Source: an optimization exercise on an open RTL-to-GDS flow (aim: small area, a short achievable clock period and few clock cycles per item). Production flows keep margins and buffers that such runs may drop. Where RTL was checked, it was by simulation tests only, not by an equivalence proof against the original. Function not checked in run 2: the RTL went through the layout flow alone.

$ cat flow/flow/extra.txt
SETUP_SLACK_MARGIN=5.75
BUFFER_PORTS_ARGS=-buffer_cell sky130_fd_sc_hd__buf_1
$ cat flow/design.v
module aes_sbox_p1d (input wire [7:0] u, output wire [11:0] h);
  wire U0 = u[7], U1 = u[6], U2 = u[5], U3 = u[4], U4 = u[3], U5 = u[2], U6 = u[1], U7 = u[0];
  wire T1, T2, T3, T4, T5, T6, T7, T8, T9, T10, T11, T12, T13, T14, T15, T16, T17, T18, T19, T20, T21, T22, T23, T24, T25, T26, T27, M1, M2, M3, M4, M5, M6, M7, M8, M9, M10, M11, M12, M13, M14, M15, M16, M17, M18, M19, M20, M21, M22, M23, M24, M25, M26, M27, M28, M29, M30, M31, M32, M33, M34, M35, M36, M37, M38, M39, M40;
  g_xor2 g0 (.a(U0), .b(U3), .y(T1));
  g_xor2 g1 (.a(U0), .b(U5), .y(T2));
  g_xor2 g2 (.a(U0), .b(U6), .y(T3));
  g_xor2 g3 (.a(U3), .b(U5), .y(T4));
  g_xor2 g4 (.a(U4), .b(U6), .y(T5));
  g_xor2 g5 (.a(T1), .b(T5), .y(T6));
  g_xor2 g6 (.a(U1), .b(U2), .y(T7));
  g_xor2 g7 (.a(U7), .b(T6), .y(T8));
  g_xor2 g8 (.a(U7), .b(T7), .y(T9));
  g_xor2 g9 (.a(T6), .b(T7), .y(T10));
  g_xor2 g10 (.a(U1), .b(U5), .y(T11));
  g_xor2 g11 (.a(U2), .b(U5), .y(T12));
  g_xor2 g12 (.a(T3), .b(T4), .y(T13));
  g_xor2 g13 (.a(T6), .b(T11), .y(T14));
  g_xor2 g14 (.a(T5), .b(T11), .y(T15));
  g_xor2 g15 (.a(T5), .b(T12), .y(T16));
  g_xor2 g16 (.a(T9), .b(T16), .y(T17));
  g_xor2 g17 (.a(U3), .b(U7), .y(T18));
  g_xor2 g18 (.a(T7), .b(T18), .y(T19));
  g_xor2 g19 (.a(T1), .b(T19), .y(T20));
  g_xor2 g20 (.a(U6), .b(U7), .y(T21));
  g_xor2 g21 (.a(T7), .b(T21), .y(T22));
  g_xor2 g22 (.a(T2), .b(T22), .y(T23));
  g_xor2 g23 (.a(T2), .b(T10), .y(T24));
  g_xor2 g24 (.a(T20), .b(T17), .y(T25));
  g_xor2 g25 (.a(T3), .b(T16), .y(T26));
  g_xor2 g26 (.a(T1), .b(T12), .y(T27));
  g_nand2 g27 (.a(T13), .b(T6), .y(M1));
  g_nand2 g28 (.a(T23), .b(T8), .y(M2));
  g_xnor2 g29 (.a(T14), .b(M1), .y(M3));
  g_nand2 g30 (.a(T19), .b(U7), .y(M4));
  g_xor2 g31 (.a(M4), .b(M1), .y(M5));
  g_nand2 g32 (.a(T3), .b(T16), .y(M6));
  g_nand2 g33 (.a(T22), .b(T9), .y(M7));
  g_xnor2 g34 (.a(T26), .b(M6), .y(M8));
  g_nand2 g35 (.a(T20), .b(T17), .y(M9));
  g_xor2 g36 (.a(M9), .b(M6), .y(M10));
  g_nand2 g37 (.a(T1), .b(T15), .y(M11));
  g_nand2 g38 (.a(T4), .b(T27), .y(M12));
  g_xor2 g39 (.a(M12), .b(M11), .y(M13));
  g_nand2 g40 (.a(T2), .b(T10), .y(M14));
  g_xor2 g41 (.a(M14), .b(M11), .y(M15));
  g_xnor2 g42 (.a(M3), .b(M2), .y(M16));
  g_xor2 g43 (.a(M5), .b(T24), .y(M17));
  g_xnor2 g44 (.a(M8), .b(M7), .y(M18));
  g_xor2 g45 (.a(M10), .b(M15), .y(M19));
  g_xor2 g46 (.a(M16), .b(M13), .y(M20));
  g_xor2 g47 (.a(M17), .b(M15), .y(M21));
  g_xor2 g48 (.a(M18), .b(M13), .y(M22));
  g_xor2 g49 (.a(M19), .b(T25), .y(M23));
  g_xnor2 g50 (.a(M22), .b(M23), .y(M24));
  g_nand2 g51 (.a(M22), .b(M20), .y(M25));
  g_xor2 g52 (.a(M21), .b(M25), .y(M26));
  g_xnor2 g53 (.a(M20), .b(M21), .y(M27));
  g_xor2 g54 (.a(M23), .b(M25), .y(M28));
  g_nor2 g55 (.a(M28), .b(M27), .y(M29));
  g_nor2 g56 (.a(M26), .b(M24), .y(M30));
  g_nand2 g57 (.a(M20), .b(M23), .y(M31));
  g_nor2 g58 (.a(M27), .b(M31), .y(M32));
  g_xor2 g59 (.a(M27), .b(M25), .y(M33));
  g_nand2 g60 (.a(M21), .b(M22), .y(M34));
  g_nor2 g61 (.a(M24), .b(M34), .y(M35));
  g_xor2 g62 (.a(M24), .b(M25), .y(M36));
  g_xor2 g63 (.a(M21), .b(M29), .y(M37));
  g_xor2 g64 (.a(M32), .b(M33), .y(M38));
  g_xor2 g65 (.a(M23), .b(M30), .y(M39));
  g_xor2 g66 (.a(M35), .b(M36), .y(M40));
  assign h = {M37, M38, M39, M40, T3, T6, T8, T9, T16, T19, T20, T23};
endmodule
module aes_sbox_p2d (input wire [11:0] h, output wire [7:0] y);
  wire M37, M38, M39, M40, T3, T6, T8, T9, T16, T19, T20, T23;
  assign {M37, M38, M39, M40, T3, T6, T8, T9, T16, T19, T20, T23} = h;
  wire U7, T17, T10, T13, T22, T1, T15, T27, T4, T2;
  wire M41, M42, M43, M44, M45, M46, M47, M48, M49, M50, M51, M52, M53, M54, M55, M56, M57, M58, M59, M60, M61, M62, M63, L0, L1, L2, L3, L4, L5, L6, L7, L8, L9, L10, L11, L12, L13, L14, L15, L16, L17, L18, L19, L20, L21, L22, L23, L24, L25, L26, L27, L28, L29, S0, S1, S2, S3, S4, S5, S6, S7;
  g_xor2 r0 (.a(T6), .b(T8), .y(U7));
  g_xor2 r1 (.a(T9), .b(T16), .y(T17));
  g_xor2 r2 (.a(T9), .b(T8), .y(T10));
  g_xor2 r3 (.a(T23), .b(T19), .y(T13));
  g_xor2 r4 (.a(T20), .b(T3), .y(T22));
  g_xor2 r5 (.a(T20), .b(T19), .y(T1));
  g_xor2 r6 (.a(U7), .b(T17), .y(T15));
  g_xor2 r7 (.a(T6), .b(T16), .y(T27));
  g_xor2 r8 (.a(T3), .b(T13), .y(T4));
  g_xor2 r9 (.a(T23), .b(T22), .y(T2));
  g_xor2 g0 (.a(M38), .b(M40), .y(M41));
  g_xor2 g1 (.a(M37), .b(M39), .y(M42));
  g_xor2 g2 (.a(M37), .b(M38), .y(M43));
  g_xor2 g3 (.a(M39), .b(M40), .y(M44));
  g_xor2 g4 (.a(M42), .b(M41), .y(M45));
  g_nand2 g5 (.a(M44), .b(T6), .y(M46));
  g_nand2 g6 (.a(M40), .b(T8), .y(M47));
  g_nand2 g7 (.a(M39), .b(U7), .y(M48));
  g_nand2 g8 (.a(M43), .b(T16), .y(M49));
  g_nand2 g9 (.a(M38), .b(T9), .y(M50));
  g_nand2 g10 (.a(M37), .b(T17), .y(M51));
  g_nand2 g11 (.a(M42), .b(T15), .y(M52));
  g_nand2 g12 (.a(M45), .b(T27), .y(M53));
  g_nand2 g13 (.a(M41), .b(T10), .y(M54));
  g_nand2 g14 (.a(M44), .b(T13), .y(M55));
  g_nand2 g15 (.a(M40), .b(T23), .y(M56));
  g_nand2 g16 (.a(M39), .b(T19), .y(M57));
  g_nand2 g17 (.a(M43), .b(T3), .y(M58));
  g_nand2 g18 (.a(M38), .b(T22), .y(M59));
  g_nand2 g19 (.a(M37), .b(T20), .y(M60));
  g_nand2 g20 (.a(M42), .b(T1), .y(M61));
  g_nand2 g21 (.a(M45), .b(T4), .y(M62));
  g_nand2 g22 (.a(M41), .b(T2), .y(M63));
  g_xor2 g23 (.a(M61), .b(M62), .y(L0));
  g_xor2 g24 (.a(M50), .b(M56), .y(L1));
  g_xor2 g25 (.a(M46), .b(M48), .y(L2));
  g_xor2 g26 (.a(M47), .b(M55), .y(L3));
  g_xor2 g27 (.a(M54), .b(M58), .y(L4));
  g_xor2 g28 (.a(M49), .b(M61), .y(L5));
  g_xnor2 g29 (.a(M62), .b(L5), .y(L6));
  g_xnor2 g30 (.a(M46), .b(L3), .y(L7));
  g_xor2 g31 (.a(M51), .b(M59), .y(L8));
  g_xor2 g32 (.a(M52), .b(M53), .y(L9));
  g_xnor2 g33 (.a(M53), .b(L4), .y(L10));
  g_xnor2 g34 (.a(M60), .b(L2), .y(L11));
  g_xor2 g35 (.a(M48), .b(M51), .y(L12));
  g_xnor2 g36 (.a(M50), .b(L0), .y(L13));
  g_xor2 g37 (.a(M52), .b(M61), .y(L14));
  g_xnor2 g38 (.a(M55), .b(L1), .y(L15));
  g_xnor2 g39 (.a(M56), .b(L0), .y(L16));
  g_xnor2 g40 (.a(M57), .b(L1), .y(L17));
  g_xnor2 g41 (.a(M58), .b(L8), .y(L18));
  g_xnor2 g42 (.a(M63), .b(L4), .y(L19));
  g_xor2 g43 (.a(L0), .b(L1), .y(L20));
  g_xor2 g44 (.a(L1), .b(L7), .y(L21));
  g_xor2 g45 (.a(L3), .b(L12), .y(L22));
  g_xor2 g46 (.a(L18), .b(L2), .y(L23));
  g_xor2 g47 (.a(L15), .b(L9), .y(L24));
  g_xor2 g48 (.a(L6), .b(L10), .y(L25));
  g_xor2 g49 (.a(L7), .b(L9), .y(L26));
  g_xor2 g50 (.a(L8), .b(L10), .y(L27));
  g_xor2 g51 (.a(L11), .b(L14), .y(L28));
  g_xor2 g52 (.a(L11), .b(L17), .y(L29));
  g_xor2 g53 (.a(L6), .b(L24), .y(S0));
  g_xnor2 g54 (.a(L16), .b(L26), .y(S1));
  g_xnor2 g55 (.a(L19), .b(L28), .y(S2));
  g_xor2 g56 (.a(L6), .b(L21), .y(S3));
  g_xor2 g57 (.a(L20), .b(L22), .y(S4));
  g_xor2 g58 (.a(L25), .b(L29), .y(S5));
  g_xnor2 g59 (.a(L13), .b(L27), .y(S6));
  g_xnor2 g60 (.a(L6), .b(L23), .y(S7));
  assign y = {S0, S1, S2, S3, S4, S5, S6, S7};
endmodule
module aes_sbox_p1k (input wire [7:0] u, output wire [8:0] h);
  wire U0 = u[7], U1 = u[6], U2 = u[5], U3 = u[4], U4 = u[3], U5 = u[2], U6 = u[1], U7 = u[0];
  wire T1, T2, T3, T4, T5, T6, T7, T8, T9, T10, T11, T12, T13, T14, T15, T16, T17, T18, T19, T20, T21, T22, T23, T24, T25, T26, T27, M1, M2, M3, M4, M5, M6, M7, M8, M9, M10, M11, M12, M13, M14, M15, M16, M17, M18, M19, M20, M21, M22, M23, M24, M25, M26, M27, M28, M29, M30, M31, M32, M33, M34, M35, M36, M37, M38, M39, M40;
  g_xor2 g0 (.a(U0), .b(U3), .y(T1));
  g_xor2 g1 (.a(U0), .b(U5), .y(T2));
  g_xor2 g2 (.a(U0), .b(U6), .y(T3));
  g_xor2 g3 (.a(U3), .b(U5), .y(T4));
  g_xor2 g4 (.a(U4), .b(U6), .y(T5));
  g_xor2 g5 (.a(T1), .b(T5), .y(T6));
  g_xor2 g6 (.a(U1), .b(U2), .y(T7));
  g_xor2 g7 (.a(U7), .b(T6), .y(T8));
  g_xor2 g8 (.a(U7), .b(T7), .y(T9));
  g_xor2 g9 (.a(T6), .b(T7), .y(T10));
  g_xor2 g10 (.a(U1), .b(U5), .y(T11));
  g_xor2 g11 (.a(U2), .b(U5), .y(T12));
  g_xor2 g12 (.a(T3), .b(T4), .y(T13));
  g_xor2 g13 (.a(T6), .b(T11), .y(T14));
  g_xor2 g14 (.a(T5), .b(T11), .y(T15));
  g_xor2 g15 (.a(T5), .b(T12), .y(T16));
  g_xor2 g16 (.a(T9), .b(T16), .y(T17));
  g_xor2 g17 (.a(U3), .b(U7), .y(T18));
  g_xor2 g18 (.a(T7), .b(T18), .y(T19));
  g_xor2 g19 (.a(T1), .b(T19), .y(T20));
  g_xor2 g20 (.a(U6), .b(U7), .y(T21));
  g_xor2 g21 (.a(T7), .b(T21), .y(T22));
  g_xor2 g22 (.a(T2), .b(T22), .y(T23));
  g_xor2 g23 (.a(T2), .b(T10), .y(T24));
  g_xor2 g24 (.a(T20), .b(T17), .y(T25));
  g_xor2 g25 (.a(T3), .b(T16), .y(T26));
  g_xor2 g26 (.a(T1), .b(T12), .y(T27));
  g_nand2 g27 (.a(T13), .b(T6), .y(M1));
  g_nand2 g28 (.a(T23), .b(T8), .y(M2));
  g_xnor2 g29 (.a(T14), .b(M1), .y(M3));
  g_nand2 g30 (.a(T19), .b(U7), .y(M4));
  g_xor2 g31 (.a(M4), .b(M1), .y(M5));
  g_nand2 g32 (.a(T3), .b(T16), .y(M6));
  g_nand2 g33 (.a(T22), .b(T9), .y(M7));
  g_xnor2 g34 (.a(T26), .b(M6), .y(M8));
  g_nand2 g35 (.a(T20), .b(T17), .y(M9));
  g_xor2 g36 (.a(M9), .b(M6), .y(M10));
  g_nand2 g37 (.a(T1), .b(T15), .y(M11));
  g_nand2 g38 (.a(T4), .b(T27), .y(M12));
  g_xor2 g39 (.a(M12), .b(M11), .y(M13));
  g_nand2 g40 (.a(T2), .b(T10), .y(M14));
  g_xor2 g41 (.a(M14), .b(M11), .y(M15));
  g_xnor2 g42 (.a(M3), .b(M2), .y(M16));
  g_xor2 g43 (.a(M5), .b(T24), .y(M17));
  g_xnor2 g44 (.a(M8), .b(M7), .y(M18));
  g_xor2 g45 (.a(M10), .b(M15), .y(M19));
  g_xor2 g46 (.a(M16), .b(M13), .y(M20));
  g_xor2 g47 (.a(M17), .b(M15), .y(M21));
  g_xor2 g48 (.a(M18), .b(M13), .y(M22));
  g_xor2 g49 (.a(M19), .b(T25), .y(M23));
  g_xnor2 g50 (.a(M22), .b(M23), .y(M24));
  g_nand2 g51 (.a(M22), .b(M20), .y(M25));
  g_xor2 g52 (.a(M21), .b(M25), .y(M26));
  g_xnor2 g53 (.a(M20), .b(M21), .y(M27));
  g_xor2 g54 (.a(M23), .b(M25), .y(M28));
  g_nor2 g55 (.a(M28), .b(M27), .y(M29));
  g_nor2 g56 (.a(M26), .b(M24), .y(M30));
  g_nand2 g57 (.a(M20), .b(M23), .y(M31));
  g_nor2 g58 (.a(M27), .b(M31), .y(M32));
  g_xor2 g59 (.a(M27), .b(M25), .y(M33));
  g_nand2 g60 (.a(M21), .b(M22), .y(M34));
  g_nor2 g61 (.a(M24), .b(M34), .y(M35));
  g_xor2 g62 (.a(M24), .b(M25), .y(M36));
  g_xor2 g63 (.a(M21), .b(M29), .y(M37));
  g_xor2 g64 (.a(M32), .b(M33), .y(M38));
  g_xor2 g65 (.a(M23), .b(M30), .y(M39));
  g_xor2 g66 (.a(M35), .b(M36), .y(M40));
  assign h = {M37, M38, M39, M40, T8, T9, T13, T17, T19};
endmodule
module aes_sbox_p2k (input wire [7:0] u, input wire [8:0] h, output wire [7:0] y);
  wire U0 = u[7], U1 = u[6], U2 = u[5], U3 = u[4], U4 = u[3], U5 = u[2], U6 = u[1], U7 = u[0];
  wire M37, M38, M39, M40, T8, T9, T13, T17, T19;
  assign {M37, M38, M39, M40, T8, T9, T13, T17, T19} = h;
  wire T6, T16, T10, T23, T3, T22, T1, T15, T27, T20, T4, T2;
  wire M41, M42, M43, M44, M45, M46, M47, M48, M49, M50, M51, M52, M53, M54, M55, M56, M57, M58, M59, M60, M61, M62, M63, L0, L1, L2, L3, L4, L5, L6, L7, L8, L9, L10, L11, L12, L13, L14, L15, L16, L17, L18, L19, L20, L21, L22, L23, L24, L25, L26, L27, L28, L29, S0, S1, S2, S3, S4, S5, S6, S7;
  g_xor2 r0 (.a(T8), .b(U7), .y(T6));
  g_xor2 r1 (.a(T9), .b(T17), .y(T16));
  g_xor2 r2 (.a(T8), .b(T9), .y(T10));
  g_xor2 r3 (.a(T13), .b(T19), .y(T23));
  g_xor2 r4 (.a(U0), .b(U6), .y(T3));
  g_xor2 r5 (.a(T9), .b(U6), .y(T22));
  g_xor2 r6 (.a(U0), .b(U3), .y(T1));
  g_xor2 r7 (.a(T17), .b(U7), .y(T15));
  g_xor2 r8 (.a(T6), .b(T16), .y(T27));
  g_xor2 r9 (.a(T9), .b(U0), .y(T20));
  g_xor2 r10 (.a(T13), .b(T3), .y(T4));
  g_xor2 r11 (.a(U0), .b(U5), .y(T2));
  g_xor2 g0 (.a(M38), .b(M40), .y(M41));
  g_xor2 g1 (.a(M37), .b(M39), .y(M42));
  g_xor2 g2 (.a(M37), .b(M38), .y(M43));
  g_xor2 g3 (.a(M39), .b(M40), .y(M44));
  g_xor2 g4 (.a(M42), .b(M41), .y(M45));
  g_nand2 g5 (.a(M44), .b(T6), .y(M46));
  g_nand2 g6 (.a(M40), .b(T8), .y(M47));
  g_nand2 g7 (.a(M39), .b(U7), .y(M48));
  g_nand2 g8 (.a(M43), .b(T16), .y(M49));
  g_nand2 g9 (.a(M38), .b(T9), .y(M50));
  g_nand2 g10 (.a(M37), .b(T17), .y(M51));
  g_nand2 g11 (.a(M42), .b(T15), .y(M52));
  g_nand2 g12 (.a(M45), .b(T27), .y(M53));
  g_nand2 g13 (.a(M41), .b(T10), .y(M54));
  g_nand2 g14 (.a(M44), .b(T13), .y(M55));
  g_nand2 g15 (.a(M40), .b(T23), .y(M56));
  g_nand2 g16 (.a(M39), .b(T19), .y(M57));
  g_nand2 g17 (.a(M43), .b(T3), .y(M58));
  g_nand2 g18 (.a(M38), .b(T22), .y(M59));
  g_nand2 g19 (.a(M37), .b(T20), .y(M60));
  g_nand2 g20 (.a(M42), .b(T1), .y(M61));
  g_nand2 g21 (.a(M45), .b(T4), .y(M62));
  g_nand2 g22 (.a(M41), .b(T2), .y(M63));
  g_xor2 g23 (.a(M61), .b(M62), .y(L0));
  g_xor2 g24 (.a(M50), .b(M56), .y(L1));
  g_xor2 g25 (.a(M46), .b(M48), .y(L2));
  g_xor2 g26 (.a(M47), .b(M55), .y(L3));
  g_xor2 g27 (.a(M54), .b(M58), .y(L4));
  g_xor2 g28 (.a(M49), .b(M61), .y(L5));
  g_xnor2 g29 (.a(M62), .b(L5), .y(L6));
  g_xnor2 g30 (.a(M46), .b(L3), .y(L7));
  g_xor2 g31 (.a(M51), .b(M59), .y(L8));
  g_xor2 g32 (.a(M52), .b(M53), .y(L9));
  g_xnor2 g33 (.a(M53), .b(L4), .y(L10));
  g_xnor2 g34 (.a(M60), .b(L2), .y(L11));
  g_xor2 g35 (.a(M48), .b(M51), .y(L12));
  g_xnor2 g36 (.a(M50), .b(L0), .y(L13));
  g_xor2 g37 (.a(M52), .b(M61), .y(L14));
  g_xnor2 g38 (.a(M55), .b(L1), .y(L15));
  g_xnor2 g39 (.a(M56), .b(L0), .y(L16));
  g_xnor2 g40 (.a(M57), .b(L1), .y(L17));
  g_xnor2 g41 (.a(M58), .b(L8), .y(L18));
  g_xnor2 g42 (.a(M63), .b(L4), .y(L19));
  g_xor2 g43 (.a(L0), .b(L1), .y(L20));
  g_xor2 g44 (.a(L1), .b(L7), .y(L21));
  g_xor2 g45 (.a(L3), .b(L12), .y(L22));
  g_xor2 g46 (.a(L18), .b(L2), .y(L23));
  g_xor2 g47 (.a(L15), .b(L9), .y(L24));
  g_xor2 g48 (.a(L6), .b(L10), .y(L25));
  g_xor2 g49 (.a(L7), .b(L9), .y(L26));
  g_xor2 g50 (.a(L8), .b(L10), .y(L27));
  g_xor2 g51 (.a(L11), .b(L14), .y(L28));
  g_xor2 g52 (.a(L11), .b(L17), .y(L29));
  g_xor2 g53 (.a(L6), .b(L24), .y(S0));
  g_xnor2 g54 (.a(L16), .b(L26), .y(S1));
  g_xnor2 g55 (.a(L19), .b(L28), .y(S2));
  g_xor2 g56 (.a(L6), .b(L21), .y(S3));
  g_xor2 g57 (.a(L20), .b(L22), .y(S4));
  g_xor2 g58 (.a(L25), .b(L29), .y(S5));
  g_xnor2 g59 (.a(L13), .b(L27), .y(S6));
  g_xnor2 g60 (.a(L6), .b(L23), .y(S7));
  assign y = {S0, S1, S2, S3, S4, S5, S6, S7};
endmodule
module g_xor2 (input wire a, input wire b, output wire y);
  assign y = a ^ b;
endmodule
module g_xnor2 (input wire a, input wire b, output wire y);
  assign y = ~(a ^ b);
endmodule
module g_nand2 (input wire a, input wire b, output wire y);
  assign y = ~(a & b);
endmodule
module g_nor2 (input wire a, input wire b, output wire y);
  assign y = ~(a | b);
endmodule
module g_mux2 (input wire a, input wire b, input wire s, input wire sn, output wire y);
  assign y = (a & sn) | (b & s);
endmodule
module aes_mixcol (
    input  wire [31:0] a,
    input  wire [31:0] rk,
    output wire [31:0] y
);
  wire [7:0] kb [0:3];
  wire [7:0] ak [0:3];    
  wire [7:0] ab [0:3];
  wire [7:0] t  [0:3];    
  wire [7:0] u  [0:3];    
  genvar k, b;
  generate
    for (k = 0; k < 4; k = k + 1) begin : g_col
      assign ab[k] = a[31-8*k -: 8];
      assign kb[k] = rk[31-8*k -: 8];
    end
    for (k = 0; k < 4; k = k + 1) begin : g_byte
      wire [2:0] xr;
      for (b = 0; b < 8; b = b + 1) begin : g_bit
        g_xor2 x_t (.a(ab[k][b]), .b(ab[(k+1)%4][b]), .y(t[k][b]));
      end
      for (b = 0; b < 8; b = b + 1) begin : g_bit2
        g_xor2 x_k (.a(ab[(k+1)%4][b]), .b(kb[k][b]), .y(ak[k][b]));
        g_xor2 x_u (.a(ak[k][b]), .b(t[(k+2)%4][b]), .y(u[k][b]));
      end
      g_xor2 x_r1 (.a(t[k][0]), .b(t[k][7]), .y(xr[0]));
      g_xor2 x_r3 (.a(t[k][2]), .b(t[k][7]), .y(xr[1]));
      g_xor2 x_r4 (.a(t[k][3]), .b(t[k][7]), .y(xr[2]));
      g_xor2 x_y0 (.a(u[k][0]), .b(t[k][7]), .y(y[31-8*k-7]));
      g_xor2 x_y1 (.a(u[k][1]), .b(xr[0]),   .y(y[31-8*k-6]));
      g_xor2 x_y2 (.a(u[k][2]), .b(t[k][1]), .y(y[31-8*k-5]));
      g_xor2 x_y3 (.a(u[k][3]), .b(xr[1]),   .y(y[31-8*k-4]));
      g_xor2 x_y4 (.a(u[k][4]), .b(xr[2]),   .y(y[31-8*k-3]));
      g_xor2 x_y5 (.a(u[k][5]), .b(t[k][4]), .y(y[31-8*k-2]));
      g_xor2 x_y6 (.a(u[k][6]), .b(t[k][5]), .y(y[31-8*k-1]));
      g_xor2 x_y7 (.a(u[k][7]), .b(t[k][6]), .y(y[31-8*k-0]));
    end
  endgenerate
endmodule
module vec_xor #(parameter W = 8) (
    input  wire [W-1:0] a,
    input  wire [W-1:0] b,
    output wire [W-1:0] y
);
  genvar i;
  generate
    for (i = 0; i < W; i = i + 1) begin : g
      g_xor2 x (.a(a[i]), .b(b[i]), .y(y[i]));
    end
  endgenerate
endmodule
module vec_mux #(parameter W = 8) (
    input  wire [W-1:0] a,
    input  wire [W-1:0] b,
    input  wire         s,
    input  wire         sn,
    output wire [W-1:0] y
);
  genvar i;
  generate
    for (i = 0; i < W; i = i + 1) begin : g
      g_mux2 m (.a(a[i]), .b(b[i]), .s(s), .sn(sn), .y(y[i]));
    end
  endgenerate
endmodule
module aes_key_step #(parameter ODD = 1) (
    input  wire [255:0] window,
    input  wire [31:0]  sub,
    input  wire [7:0]   rcon,
    output wire [255:0] next_window
);
  wire [31:0] temp;
  wire [31:0] w0, w1, w2, w3;
  wire [31:0] x0r, x01r, x23;
  generate
    if (ODD) begin : g_odd
      assign temp = {sub[23:0], sub[31:24]};
      vec_xor #(8) u_x0r (.a(window[255:248]), .b(rcon), .y(x0r[31:24]));
      assign x0r[23:0] = window[247:224];
    end else begin : g_even
      assign temp = sub;
      assign x0r  = window[255:224];
    end
  endgenerate
  vec_xor #(32) u_x01r (.a(x0r), .b(window[223:192]), .y(x01r));
  vec_xor #(32) u_x23  (.a(window[191:160]), .b(window[159:128]), .y(x23));
  vec_xor #(32) u_w0 (.a(x0r),  .b(temp), .y(w0));
  vec_xor #(32) u_w1 (.a(x01r), .b(temp), .y(w1));
  vec_xor #(32) u_w2 (.a(window[191:160]), .b(w1), .y(w2));
  vec_xor #(32) u_w3 (.a(x23),  .b(w1), .y(w3));
  assign next_window = {window[127:0], w0, w1, w2, w3};
endmodule
module aes256_enc (
    input  wire         clk,
    input  wire         rst,
    input  wire         in_valid,
    output wire         in_ready,
    input  wire [255:0] in_key,
    input  wire [127:0] in_block,
    output wire         out_valid,
    output wire [127:0] out_block
);
  localparam HW = 12;         
  localparam KW = 9;          
  reg [127:0]     a_state, c_state;
  reg [255:0]     a_key,   c_key;
  reg             a_valid, c_valid;
  reg  [2:0]      a_pass,  c_pass;
  reg             a_last,  c_last;
  reg [16*HW-1:0] b_h,     d_h;
  reg [4*KW-1:0]  b_kh,    d_kh;
  reg [255:0]     b_key,   d_key;
  reg             b_valid, d_valid;
  reg  [2:0]      b_pass,  d_pass;
  reg             b_last,  d_last;
  reg [127:0]     out_q;
  reg             out_valid_q;
  reg             in_ready_q;    
  reg             load_q;        
  reg             load_nq;       
  wire [16*HW-1:0] ah, ch;
  wire [4*KW-1:0]  akh, ckh;
  genvar i;
  generate
    for (i = 0; i < 16; i = i + 1) begin : g_s1
      aes_sbox_p1d u_a (.u(a_state[127-8*i -: 8]), .h(ah[16*HW-1-HW*i -: HW]));
      aes_sbox_p1d u_c (.u(c_state[127-8*i -: 8]), .h(ch[16*HW-1-HW*i -: HW]));
    end
    for (i = 0; i < 4; i = i + 1) begin : g_k1
      aes_sbox_p1k u_a (.u(a_key[31-8*i -: 8]), .h(akh[4*KW-1-KW*i -: KW]));
      aes_sbox_p1k u_c (.u(c_key[31-8*i -: 8]), .h(ckh[4*KW-1-KW*i -: KW]));
    end
  endgenerate
  wire [7:0]   bsb [0:15];
  wire [7:0]   dsb [0:15];
  wire [127:0] b_shifted, d_shifted;
  wire [127:0] b_mixed,   d_mixed;
  wire [127:0] result;
  wire [31:0]  b_ksub, d_ksub;
  wire [255:0] b_key_next, d_key_next;
  generate
    for (i = 0; i < 16; i = i + 1) begin : g_s2
      aes_sbox_p2d u_b (.h(b_h[16*HW-1-HW*i -: HW]), .y(bsb[i]));
      aes_sbox_p2d u_d (.h(d_h[16*HW-1-HW*i -: HW]), .y(dsb[i]));
      assign b_shifted[127-8*i -: 8] = bsb[(i + 4 * (i % 4)) % 16];
      assign d_shifted[127-8*i -: 8] = dsb[(i + 4 * (i % 4)) % 16];
    end
    for (i = 0; i < 4; i = i + 1) begin : g_k2
      aes_sbox_p2k u_b (.u(b_key[31-8*i -: 8]), .h(b_kh[4*KW-1-KW*i -: KW]),
                        .y(b_ksub[31-8*i -: 8]));
      aes_sbox_p2k u_d (.u(d_key[31-8*i -: 8]), .h(d_kh[4*KW-1-KW*i -: KW]),
                        .y(d_ksub[31-8*i -: 8]));
      aes_mixcol u_mb (.a(b_shifted[127-32*i -: 32]), .rk(b_key[127-32*i -: 32]),
                       .y(b_mixed[127-32*i -: 32]));
      aes_mixcol u_md (.a(d_shifted[127-32*i -: 32]), .rk(d_key[127-32*i -: 32]),
                       .y(d_mixed[127-32*i -: 32]));
    end
  endgenerate
  wire [7:0] rcon;
  generate
    for (i = 0; i < 7; i = i + 1) begin : g_rcon
      assign rcon[i] = (b_pass == i);
    end
  endgenerate
  assign rcon[7] = 1'b0;
  aes_key_step #(.ODD(1)) u_key_b (
      .window(b_key), .sub(b_ksub), .rcon(rcon), .next_window(b_key_next));
  aes_key_step #(.ODD(0)) u_key_d (
      .window(d_key), .sub(d_ksub), .rcon(8'h00), .next_window(d_key_next));
  vec_xor #(128) u_final (.a(d_shifted), .b(d_key[127:0]), .y(result));
  wire [127:0] first;
  vec_xor #(128) u_first (.a(in_block), .b(in_key[255:128]), .y(first));
  wire [127:0] a_state_d;
  wire [255:0] a_key_d;
  vec_mux #(128) u_mux_s (.a(d_mixed),    .b(first),  .s(load_q), .sn(load_nq),
                          .y(a_state_d));
  vec_mux #(256) u_mux_k (.a(d_key_next), .b(in_key), .s(load_q), .sn(load_nq),
                          .y(a_key_d));
  assign in_ready  = in_ready_q;
  assign out_valid = out_valid_q;
  assign out_block = out_q;
  always @(posedge clk) begin
    b_h     <= ah;
    b_kh    <= akh;
    b_key   <= a_key;
    b_pass  <= a_pass;
    b_last  <= a_last;
    c_state <= b_mixed;
    c_key   <= b_key_next;
    c_pass  <= b_pass;
    c_last  <= b_last;
    d_h     <= ch;
    d_kh    <= ckh;
    d_key   <= c_key;
    d_pass  <= c_pass;
    d_last  <= c_last;
    a_state <= a_state_d;
    a_key   <= a_key_d;
    a_pass  <= load_q ? 3'd0 : d_pass + 3'd1;
    a_last  <= !load_q && (d_pass == 3'd5);
    out_q   <= result;
    if (rst) begin
      a_valid     <= 1'b0;
      b_valid     <= 1'b0;
      c_valid     <= 1'b0;
      d_valid     <= 1'b0;
      out_valid_q <= 1'b0;
      in_ready_q  <= 1'b1;
      load_q      <= 1'b1;
      load_nq     <= 1'b0;
    end else begin
      a_valid     <= load_q ? in_valid : d_valid;
      b_valid     <= a_valid;
      c_valid     <= b_valid;
      d_valid     <= c_valid;
      out_valid_q <= d_valid && d_last;
      in_ready_q  <= !c_valid || (c_pass == 3'd6);
      load_q      <= !c_valid || c_last;
      load_nq     <= c_valid && !c_last;
    end
  end
endmodule
$ cat flow/constraint.sdc
create_clock -name core_clock -period 9.0 [get_ports {clk}]
set_input_delay 1.8000 -clock core_clock [delete_from_list [all_inputs] [get_ports {clk}]]
set_output_delay 1.8000 -clock core_clock [all_outputs]
set_load 0.01 [all_outputs]
$ cat flow/flow/run.sh
#!/bin/bash
set -euo pipefail
args=""
while IFS= read -r line; do
  [[ -z "$line" || "$line" == \#* ]] && continue
  args="$args '$line'"
done < flow/extra.txt
grep -q 'SETUP_SLACK_MARGIN=' standard.sh || true
sed "s/SETUP_SLACK_MARGIN=[-0-9.]* //; s|\"\${@:-finish}\"|$args \"\${@:-finish}\"|" standard.sh > standard_extra.sh
bash standard_extra.sh > flow.log 2>&1
$ cat flow/standard.sh
#!/bin/bash
# synth_recipe.tcl (not shown) runs the flow's synth.tcl, then flattens the netlist and writes it again
# the make line also repeats each setting of config.mk as NAME=value (left out here)
make -C /OpenROAD-flow-scripts/flow DESIGN_CONFIG=/design/flow/config.mk WORK_HOME=/design/flow/orfs CLKGATE_MAP_FILE= SYNTH_SCRIPT=/design/flow/synth_recipe.tcl "${@:-finish}"
$ cat flow/config.mk
export PLATFORM = sky130hd
export DESIGN_NAME = aes256_enc
export DESIGN_NICKNAME = aes256_enc
export VERILOG_FILES = /design/flow/design.v
export SDC_FILE = /design/flow/constraint.sdc
export NUM_CORES = 4
export LEC_CHECK = 0
export CAP_MARGIN = 20
export CELL_PAD_IN_SITES_DETAIL_PLACEMENT = 0
export CELL_PAD_IN_SITES_GLOBAL_PLACEMENT = 0
export CORE_MARGIN = 2
export CORE_UTILIZATION = 45
export CTS_BUF_LIST = sky130_fd_sc_hd__clkbuf_16
export CTS_CLUSTER_DIAMETER = 120
export CTS_CLUSTER_SIZE = 24
export GPL_ROUTABILITY_DRIVEN = 0
export PLACE_DENSITY = 0.55
export SETUP_SLACK_MARGIN = 5
export SLEW_MARGIN = 20
export SYNTH_HIERARCHICAL = 1
export SYNTH_MINIMUM_KEEP_SIZE = 0
==> impl_results.md, run 1 <==
- Post-route DRC: 0
- Via count: about 65000
- Synth cell types: 19
- Htree depth: 3
- First-pass GRT wire length: approximately 450 mm
- GRT overflow: 0
- Post-route ant nets: 0
- CP most frequent cell: xor2_1
- CP Max Fanout: 4
- Place WS: a little over 5 ns
- Placement Rows: 178
- Reg2reg setup slack: approximately 5.6 ns
- TritonCTS Buffers: 90
- Fraction of layout instances using a drive strength above 1: 9.94%
- Die area: about 0.24 sq mm
- Fin Setup TNS: 0 ns
- CP Data Arrival Time: ~4.1 ns
- Synth-to-Final Area Change: 8.31%
- Syn avg cell area: roughly 10 sq um
- Worst path cell trace: xor2_1 > nand2_1 > xor2_1 > xnor2_1 > xor2_1 > xor2_4 > xor2_2 > xor2_1 > xor2_1 > a22o_1
- CTS tree: yes
- Ports: 517
- Synth Instances: between 10000 and 15000
- Initial antenna violation count: 65
- Outcome: finished clean
- Tcrit/Tclk final: between 30% and 40%
- RSZ-0062 raised after global routing: yes
- Mapped cell area: 0.106 sq mm
- Hold buffers post-CTS: 0
- Crit path largest cell delay: 0.46 ns
- Routed WL: 327 mm
- Rel. slew slack: between 30% and 40%
- Clock latency on the worst-skew pair: between 0.7 and 0.8 ns
- Hold Crit Class: reg -> reg
- Synth top area share: roughly 42%
- Clk sink count: around 1900
- Slew at the pin closest to its max-slew limit: roughly 1.0 ns
- Placed insts: around 13000
- Max cap viols: 0
- Crit. End Element: flip-flop
- Ys Warns: 8
- Worst Setup SP: d_h[129]$_DFF_P_
- GR peak layer: met2
- Largest area contributor in the netlist: xor2_1
- Final net count: around 11000
- Hold_ws: 0.321 ns
- DR WL/cell: between 20 and 25 um
- Met3 Usage GRT: under 10%
- Die Height: around 490 um
- Placed cell area: 0.105 sq mm
- Post-route setup slack: 5.59 ns
- Fin area: about 0.12 sq mm
- CP max-delay cell: dfxtp_1
- Fin. Hold Viols: 0
- Detailed Routing Iterations Pass 1: 7
- FILL cells: roughly 22000
- R2R cell count: 10
- Dominant cells by area after synthesis: xor2_1 (42%), dfxtp_1 (36%), buf_4 (7.3%)
- GR Layer Usage met1: between 30% and 40%
- Overall Global Routing Usage: a little over a quarter
- Mapped Nets: 11000
- Vias/cell: approximately 4.8
- Largest net degree at the start of global routing: roughly 150
- Maximum clock path buffer count: 3
- DRT iter0 DRCs: roughly 4400
- Critical Path RT: slightly below 10 ns
- Critical path startpoint category: flip-flop
- IO buf count: around 520
- Met2 usage in global routing: ~41%
- Vias in the first global route: 66500
- Final setup vio count: 0
- Die X: approximately 490 um
- Starting density of the core: between 40% and 50%
- Fin crit period: approximately 3.4 ns
- FF-to-FF End: a_state[100]$_DFF_P_
- Fin cells: ~14000
- Sequential area share after synthesis: 35.6%
- Post-detail-place hpwl: between 200 and 300 mm
- Fmax: between 0.2 and 0.3 GHz
- Crit path kind: reg -> reg
- Core area: approximately 0.23 sq mm
- Root Buffer: clkbuf_16
- Util after Layout: around 49%
- Yosys reg bits: about 1900
- RR Startpoint: d_h[129]$_DFF_P_
- CP endpoint: a_state[100]$_DFF_P_
- Reg clk slew, reported paths: approximately 0.10 ns
- Setup Skew: between 0.02 and 0.025 ns
- Slew Viols, Final: 0
==> Yosys stat by module (local to each module, per instance), a selection <==
| module | copies in the design | cells inside | flip-flops and latches |
|---|---|---|---|
| aes256_enc | 1 | 1917 | 1888 |
| aes_sbox_p1d | 32 | 12 | 0 |
| aes_sbox_p1k | 8 | 9 | 0 |
| aes_sbox_p2d | 32 | 8 | 0 |
| aes_sbox_p2k | 8 | 8 | 0 |
| g_mux2 | 384 | 1 | 0 |
| g_xnor2 | 800 | 1 | 0 |
| g_xor2 | 5144 | 1 | 0 |
| g_nand2 | 1200 | 1 | 0 |
| g_nor2 | 160 | 1 | 0 |
==> logic make-up after synthesis <==
| kind of cell | count (synthesis) | share of synthesized area, % |
|---|---|---|
| buf+inv | 1033 | 7.29 |
| xor+xnor | 5945 | 49.0 |
| flops | 1888 | 35.6 |
| compound gates | 385 | 3.17 |
| fa+ha+maj | 2 | 0.0235 |
| mux | 1 | 0.00942 |
| simple gates | 1382 | 4.92 |
| other cells | 1 | 0.00353 |
==> metal layers <==
| metal | routed length, um | vias to the layer above | part of all wire, % |
|---|---|---|---|
| met2 | 147000 | 1688 | 45 |
| met5 | 380 | - | 0.12 |
| li1 | - | 31100 | - |
| met4 | 18800 | 60 | 5.8 |
| met1 | 140000 | 31900 | 43 |
| met3 | 20700 | 483 | 6.3 |
==> worst max-delay path, delay by kind of cell, from the launching register on <==
family	cells	cell delay [ns]
flip-flops	1	0.46
AND/OR/NAND/NOR	1	0.13
XOR/XNOR	8	2.45
AO/OA/AOI/OAI	1	0.26
==> cells in the final DEF (no fill, tap or decap), types with 4 or more instances in the layout <==
cell type,count
xor2_1,4664
dfxtp_1,1824
nand2_1,1203
xnor2_1,658
buf_1,516
xor2_2,394
a22o_1,378
buf_4,210
nor2_1,167
xnor2_2,120
clkbuf_16,93
xor2_4,86
dfxtp_2,60
buf_12,32
diode_2,23
xnor2_4,23
a22o_2,6
inv_6,6
dfxtp_4,4
==> cell usage after synthesis (all sizes together) <==
master	count
xor2	5144
dfxtp	1888
nand2	1204
buf	1032
xnor2	801
a22o	384
nor2	167
nor2b	4
nor3b	3
and3b	2
ha	2
conb	1
inv	1
mux2i	1
nand2b	1
nor3	1
o21ai	1
==> cell type report <==
cell class,count,area (sq um),area share [%]
multi-input combinational,7716,66600,57.9
sequential,1888,37900,32.9
timing repair buffer,758,4150,3.61
tap,3150,3940,3.42
clock buffer,93,2330,2.02
clock inverter,12,92.6,0.0805
antenna,23,57.6,0.0500
inverter,1,3.75,0.00326
==> state kept, by name, summed over array words and instances (netlist names), 128 cells and up <==
name     cells
out_q      128
a_state    128
d_h        192
b_key      256
d_key      256
c_state    128
a_key      256
c_key      256
b_h        192
==> repair_timing <==
item / 4_1_cts / 5_1_grt
endpoints found under the hold margin: 0 / 0
gates resized for setup: 310 / 482
pin swaps: 15 / 86
setup endpoints to repair: 342 / 396
buffers inserted: 31 / 162
==> how the worst min path moves through the flow <==
stage | slack [ns] | startpoint | end | cells after the start
after floorplan | 0.31 | a_key[100]$_DFF_P_ | b_key[100]$_DFF_P_ | 0
after global placement | 0.31 | a_key[136]$_DFF_P_ | b_key[136]$_DFF_P_ | 0
after detailed placement | 0.31 | a_key[178]$_DFF_P_ | b_key[178]$_DFF_P_ | 0
after CTS | 0.31 | a_key[153]$_DFF_P_ | b_key[153]$_DFF_P_ | 0
after global routing | 0.33 | a_key[34]$_DFF_P_ | b_key[34]$_DFF_P_ | 0
final | 0.32 | a_key[138]$_DFF_P_ | b_key[138]$_DFF_P_ | 0
Testbench counts, summed over its fixed seeds: cycles 7,208, blocks 1,024.
==> run 2, diff against run 1 <==
--- a/flow/design.v
+++ b/flow/design.v
@@ -313,10 +313,13 @@
 module g_nor2 (input wire a, input wire b, output wire y);
   assign y = ~(a | b);
 endmodule
+module g_mux2i (input wire a, input wire b, input wire s, input wire sn, output wire y);
+  assign y = ~((a | s) & (b | sn));
+endmodule
 module g_mux2 (input wire a, input wire b, input wire s, input wire sn, output wire y);
   assign y = (a & sn) | (b & s);
 endmodule
-module aes_mixcol (
+module aes_mixcol #(parameter INV = 0) (
     input  wire [31:0] a,
     input  wire [31:0] rk,
     output wire [31:0] y
@@ -344,14 +347,23 @@
       g_xor2 x_r1 (.a(t[k][0]), .b(t[k][7]), .y(xr[0]));
       g_xor2 x_r3 (.a(t[k][2]), .b(t[k][7]), .y(xr[1]));
       g_xor2 x_r4 (.a(t[k][3]), .b(t[k][7]), .y(xr[2]));
-      g_xor2 x_y0 (.a(u[k][0]), .b(t[k][7]), .y(y[31-8*k-7]));
-      g_xor2 x_y1 (.a(u[k][1]), .b(xr[0]),   .y(y[31-8*k-6]));
-      g_xor2 x_y2 (.a(u[k][2]), .b(t[k][1]), .y(y[31-8*k-5]));
-      g_xor2 x_y3 (.a(u[k][3]), .b(xr[1]),   .y(y[31-8*k-4]));
-      g_xor2 x_y4 (.a(u[k][4]), .b(xr[2]),   .y(y[31-8*k-3]));
-      g_xor2 x_y5 (.a(u[k][5]), .b(t[k][4]), .y(y[31-8*k-2]));
-      g_xor2 x_y6 (.a(u[k][6]), .b(t[k][5]), .y(y[31-8*k-1]));
-      g_xor2 x_y7 (.a(u[k][7]), .b(t[k][6]), .y(y[31-8*k-0]));
+      g_yxor #(INV) x_y0 (.a(u[k][0]), .b(t[k][7]), .y(y[31-8*k-7]));
+      g_yxor #(INV) x_y1 (.a(u[k][1]), .b(xr[0]),   .y(y[31-8*k-6]));
+      g_yxor #(INV) x_y2 (.a(u[k][2]), .b(t[k][1]), .y(y[31-8*k-5]));
+      g_yxor #(INV) x_y3 (.a(u[k][3]), .b(xr[1]),   .y(y[31-8*k-4]));
+      g_yxor #(INV) x_y4 (.a(u[k][4]), .b(xr[2]),   .y(y[31-8*k-3]));
+      g_yxor #(INV) x_y5 (.a(u[k][5]), .b(t[k][4]), .y(y[31-8*k-2]));
+      g_yxor #(INV) x_y6 (.a(u[k][6]), .b(t[k][5]), .y(y[31-8*k-1]));
+      g_yxor #(INV) x_y7 (.a(u[k][7]), .b(t[k][6]), .y(y[31-8*k-0]));
+    end
+  endgenerate
+endmodule
+module g_yxor #(parameter INV = 0) (input wire a, input wire b, output wire y);
+  generate
+    if (INV) begin : g_n
+      g_xnor2 x (.a(a), .b(b), .y(y));
+    end else begin : g_p
+      g_xor2 x (.a(a), .b(b), .y(y));
     end
   endgenerate
 endmodule
@@ -367,6 +379,32 @@
     end
   endgenerate
 endmodule
+module vec_xnor #(parameter W = 8) (
+    input  wire [W-1:0] a,
+    input  wire [W-1:0] b,
+    output wire [W-1:0] y
+);
+  genvar i;
+  generate
+    for (i = 0; i < W; i = i + 1) begin : g
+      g_xnor2 x (.a(a[i]), .b(b[i]), .y(y[i]));
+    end
+  endgenerate
+endmodule
+module vec_muxi #(parameter W = 8) (
+    input  wire [W-1:0] a,
+    input  wire [W-1:0] b,
+    input  wire         s,
+    input  wire         sn,
+    output wire [W-1:0] y
+);
+  genvar i;
+  generate
+    for (i = 0; i < W; i = i + 1) begin : g
+      g_mux2i m (.a(a[i]), .b(b[i]), .s(s), .sn(sn), .y(y[i]));
+    end
+  endgenerate
+endmodule
 module vec_mux #(parameter W = 8) (
     input  wire [W-1:0] a,
     input  wire [W-1:0] b,
@@ -452,7 +490,7 @@
   wire [7:0]   bsb [0:15];
   wire [7:0]   dsb [0:15];
   wire [127:0] b_shifted, d_shifted;
-  wire [127:0] b_mixed,   d_mixed;
+  wire [127:0] b_mixed,   d_mixed_n;   
   wire [127:0] result;
   wire [31:0]  b_ksub, d_ksub;
   wire [255:0] b_key_next, d_key_next;
@@ -470,8 +508,9 @@
                         .y(d_ksub[31-8*i -: 8]));
       aes_mixcol u_mb (.a(b_shifted[127-32*i -: 32]), .rk(b_key[127-32*i -: 32]),
                        .y(b_mixed[127-32*i -: 32]));
-      aes_mixcol u_md (.a(d_shifted[127-32*i -: 32]), .rk(d_key[127-32*i -: 32]),
-                       .y(d_mixed[127-32*i -: 32]));
+      aes_mixcol #(.INV(1)) u_md (.a(d_shifted[127-32*i -: 32]),
+                                  .rk(d_key[127-32*i -: 32]),
+                                  .y(d_mixed_n[127-32*i -: 32]));
     end
   endgenerate
   wire [7:0] rcon;
@@ -486,12 +525,12 @@
   aes_key_step #(.ODD(0)) u_key_d (
       .window(d_key), .sub(d_ksub), .rcon(8'h00), .next_window(d_key_next));
   vec_xor #(128) u_final (.a(d_shifted), .b(d_key[127:0]), .y(result));
-  wire [127:0] first;
-  vec_xor #(128) u_first (.a(in_block), .b(in_key[255:128]), .y(first));
+  wire [127:0] first_n;
+  vec_xnor #(128) u_first (.a(in_block), .b(in_key[255:128]), .y(first_n));
   wire [127:0] a_state_d;
   wire [255:0] a_key_d;
-  vec_mux #(128) u_mux_s (.a(d_mixed),    .b(first),  .s(load_q), .sn(load_nq),
-                          .y(a_state_d));
+  vec_muxi #(128) u_mux_s (.a(d_mixed_n), .b(first_n), .s(load_q), .sn(load_nq),
+                           .y(a_state_d));
   vec_mux #(256) u_mux_k (.a(d_key_next), .b(in_key), .s(load_q), .sn(load_nq),
                           .y(a_key_d));
   assign in_ready  = in_ready_q;
--- a/flow/config.mk
+++ b/flow/config.mk
@@ -6,8 +6,8 @@
 export NUM_CORES = 4
 export LEC_CHECK = 0
 export CAP_MARGIN = 20
-export CELL_PAD_IN_SITES_DETAIL_PLACEMENT = 0
-export CELL_PAD_IN_SITES_GLOBAL_PLACEMENT = 0
+export CELL_PAD_IN_SITES_DETAIL_PLACEMENT = 1
+export CELL_PAD_IN_SITES_GLOBAL_PLACEMENT = 1
 export CORE_MARGIN = 2
 export CORE_UTILIZATION = 45
 export CTS_BUF_LIST = sky130_fd_sc_hd__clkbuf_16
==> impl_results.md, run 2 <==
- Outcome: finished clean
- Routed WL: 354 mm (+8.4%)
- Most frequent cells in the layout: xor2_1 (4271), dfxtp_1 (1794), nand2_1 (1194)
- IO buf count: 516 (unchanged)
- Placement Rows: 178 (unchanged)
- Placed cell area: 0.105 sq mm (-0.15%)
- Final setup vio count: 0 (unchanged)
- Hold Crit Class: reg -> reg
- CTS tree: yes
- Fin Setup TNS: 0 ns (unchanged)
- Largest net degree at the start of global routing: 109 (-28%)
- CP Data Arrival Time: 3.97 ns (-0.10 ns)
- Setup Skew: 0.0388 ns (+0.0139 ns)
- Max cap viols: 0 (unchanged)
- GRT overflow: 0 (unchanged)
- FILL cells: 25500 (+18%)
- Area of all sequential standard cells: 0.0379 sq mm (+0.12%)
- Yosys reg bits: 1888 (unchanged)
- Tcrit/Tclk final: 37.2% (-0.74 points)
- Final net count: 10900 (+0.84%)
- Ports: 517 (unchanged)
- Mapped Nets: 11000 (unchanged)
- Post-synth top flop: dfxtp_1
- Die X: 489 um (-0.15%)
- Slew Viols, Final: 0 (unchanged)
- Synth Area in Compound Gates: 2.88% (-0.29 points)
- Mux cell area share after synthesis: 0.00945% (+0.000028 points)
- Fmax: 0.299 GHz (+2.0%)
- CP Max Fanout: 4 (unchanged)
- XOR/XNOR Fraction of Synth Area: 49.2% (+0.15 points)
- Crit. End Element: flip-flop
- Critical path startpoint category: flip-flop
- Initial antenna violation count: 51 (-22%)
- TritonCTS Buffers: 89 (-1.1%)
- Post-route setup slack: 5.65 ns (+0.0669 ns)
- Die area: 0.239 sq mm (-0.30%)
- Sequential area share after synthesis: 35.7% (+0.11 points)
- Core area: 0.235 sq mm (about the same)
- Fin crit period: 3.35 ns (-0.0669 ns)
- Rel. slew slack: 22.0% (-11 points)
- Count leader, synth: xor2_1
- Post-route ant nets: 0 (unchanged)
- Htree depth: 3 (unchanged)
- Vias in the first global route: 69500 (+4.6%)
- RSZ-0062 raised after global routing: yes
- Via count: 66100 (+1.3%)
- Fin. Hold Viols: 0 (unchanged)
- Clock latency on the worst-skew pair: 0.79 ns (about the same)
- Place WS: 4.99 ns (-0.118 ns)
- Dominant cells by area after synthesis: xor2_1 (40%), dfxtp_1 (36%), xnor2_1 (8.7%)
- Synth Instances: 10600 (unchanged)
- DR WL/cell: 25.8 um (+7.8%)
- Root Buffer: clkbuf_16
- Vias/cell: 4.82 (+0.75%)
- Post-synth EDFFs: 0 (unchanged)
- Maximum clock path buffer count: 3 (unchanged)
- Fraction of layout instances using a drive strength above 1: 12.8% (+2.9 points)
- Overall Global Routing Usage: 28.5% (+2.4 points)
- Adder-cell share of the synthesized area: 0.0236% (+0.000071 points)
- Simple-gate share of the synthesized area: 4.94% (+0.015 points)
- Detailed Routing Iterations Pass 1: 5 (-2)
- Syn avg cell area: 9.96 sq um (-0.30%)
- Largest family of logic cells by synthesized area: XOR/XNOR gates
- Starting density of the core: 45.1% (-0.094 points)
- Fin area: 0.118 sq mm (+2.2%)
- DRT iter0 DRCs: 3446 (-21%)
- Mapped cell area: 0.106 sq mm (-0.30%)
- Synth top area share: 40.4% (-2.0 points)
- Synth cell types: 20 (+1)
- Crit path kind: reg -> reg
- Post-detail-place hpwl: 292 mm (+7.8%)
- Most common cell after layout, fill and taps aside: xor2_1
- Share of flip-flops with an asynchronous set or reset: 0% (unchanged)
- Ys Warns: 9 (+1)
- Clk sink count: 1888 (unchanged)
- Reg clk slew, reported paths: 0.10 ns (about the same)
- Die Height: 489 um (-0.15%)
- Post-synth top cells: xor2_1 (4888), dfxtp_1 (1888), nand2_1 (1204)
- Critical Path RT: 9.62 ns (-0.04 ns)
- Hold buffers post-CTS: 0 (unchanged)
- Slew at the pin closest to its max-slew limit: 1.16 ns (+0.163 ns)
- Synth-to-Final Area Change: 11.0%
- Footprint of the multi-input gates: 0.0683 sq mm (+2.5%)
- Largest area contributor in the netlist: xor2_1
- First-pass GRT wire length: 490 mm (+7.8%)
- Post-route DRC: 0 (unchanged)
==> run 2: changes by cell type after synthesis <==
cell,before,now
xor2_1,5144,4888
xnor2_1,801,1057
a22o_1,384,256
o22ai_1,0,128
==> run 2: worst paths after layout <==
path	start	end	slack [ns]	cells past startpoint
worst max-delay path	d_h[104]$_DFF_P_	a_state[47]$_DFF_P_	5.65	13
worst min-delay path	a_key[49]$_DFF_P_	b_key[49]$_DFF_P_	0.32	0
worst max register to register	d_h[104]$_DFF_P_	a_state[47]$_DFF_P_	5.65	13
worst min register to register	a_key[49]$_DFF_P_	b_key[49]$_DFF_P_	0.32	0
==> run 2: cell type report <==
class	count	area share (%)
sequential	1888	32.3
inverter	1	0.00319
clock inverter	11	0.147
multi-input combinational	7716	58.0
clock buffer	91	1.94
tap	3150	3.35
timing repair buffer	850	4.23
antenna	13	0.0277
==> run 2: stage by stage <==
stage          instances  util [%]  hold WS [ns]
2_1_floorplan      10600         -         0.310
3_3_place_gp       13300      44.6         0.310
3_5_place_dp       13300      44.6         0.313
4_1_cts            13500      47.5         0.312
5_1_grt            13700      50.1         0.321
6_report           13700      50.1         0.318
==> run 2: critical path, cell delays in order, from the launching register on <==
cell and delay (ns):
dfxtp_1 0.48, xor2_2 0.23, xor2_1 0.23, nand2_1 0.17, xor2_2 0.28, xor2_1 0.30, xor2_2 0.18, buf_4 0.19
buf_12 0.13, buf_4 0.12, xor2_1 0.24, xor2_1 0.16, xnor2_2 0.38, o22ai_1 0.12
==> run 2: modules after synthesis (local to each module, per instance), excerpt <==
module | cell area, sq um | flip-flops and latches | times used
aes_sbox_p2d | 60.1 | 0 | 32
g_nand2 | 3.75 | 0 | 1200
aes256_enc | 38000 | 1888 | 1
aes_sbox_p1k | 67.6 | 0 | 8
g_mux2i | 6.26 | 0 | 128
g_xnor2 | 8.76 | 0 | 1056
g_mux2 | 8.76 | 0 | 256
aes_sbox_p1d | 90.1 | 0 | 32
aes_sbox_p2k | 60.1 | 0 | 8
g_nor2 | 3.75 | 0 | 160
g_xor2 | 8.76 | 0 | 4888
==> run 2: logic make-up after synthesis <==
family / count (synthesis)
adder cells (fa/ha/maj): 2
buffers and inverters: 1033
flip-flops: 1888
AND/OR/NAND/NOR: 1382
XOR/XNOR: 5945
AO/OA/AOI/OAI: 385
other: 1
multiplexers: 1
==> run 2: timing repair <==
action	in CTS	in global routing
pin swaps	42	120
buffers inserted	72	185
resized for setup	487	592
setup endpoints to repair	395	414
==> run 2: metal layers <==
metal,track usage (%),vias to the layer above,share of wire [%]
li1,-,31100,-
met1,38.9,33200,44
met2,46.1,1278,46
met3,4.31,399,5.4
met4,9.22,36,4.1
met5,0,-,0.068

static timing again, ports no longer ideal:
The results above use ideal ports. As a check the final layouts listed here were re-extracted and re-timed, cells and wires unchanged. Step 1, drivers: a clkbuf_16 drives clk and a buf_2 each remaining input, both assumed. Step 2 moves the port delays by t, midway between the first and last clock arrival at a register: inputs arrive t later, outputs are due t later. That takes back most of the time a late clock gives input paths. a / b / c = no drivers / after step 1 / after step 2; a / b = the first two.
run	shift t [ns]	setup WS [ns]	hold slack, ns	worst slew at a driven data input, ns	pins driven straight from the clock port
run 1	0.855	5.585 / 5.585 / 5.585	0.321 / 0.321 / 0.321	0.26	1
run 2	0.871	5.652 / 5.652 / 5.652	0.318 / 0.318 / 0.318	0.26	1
After both steps every run listed still meets setup and hold.
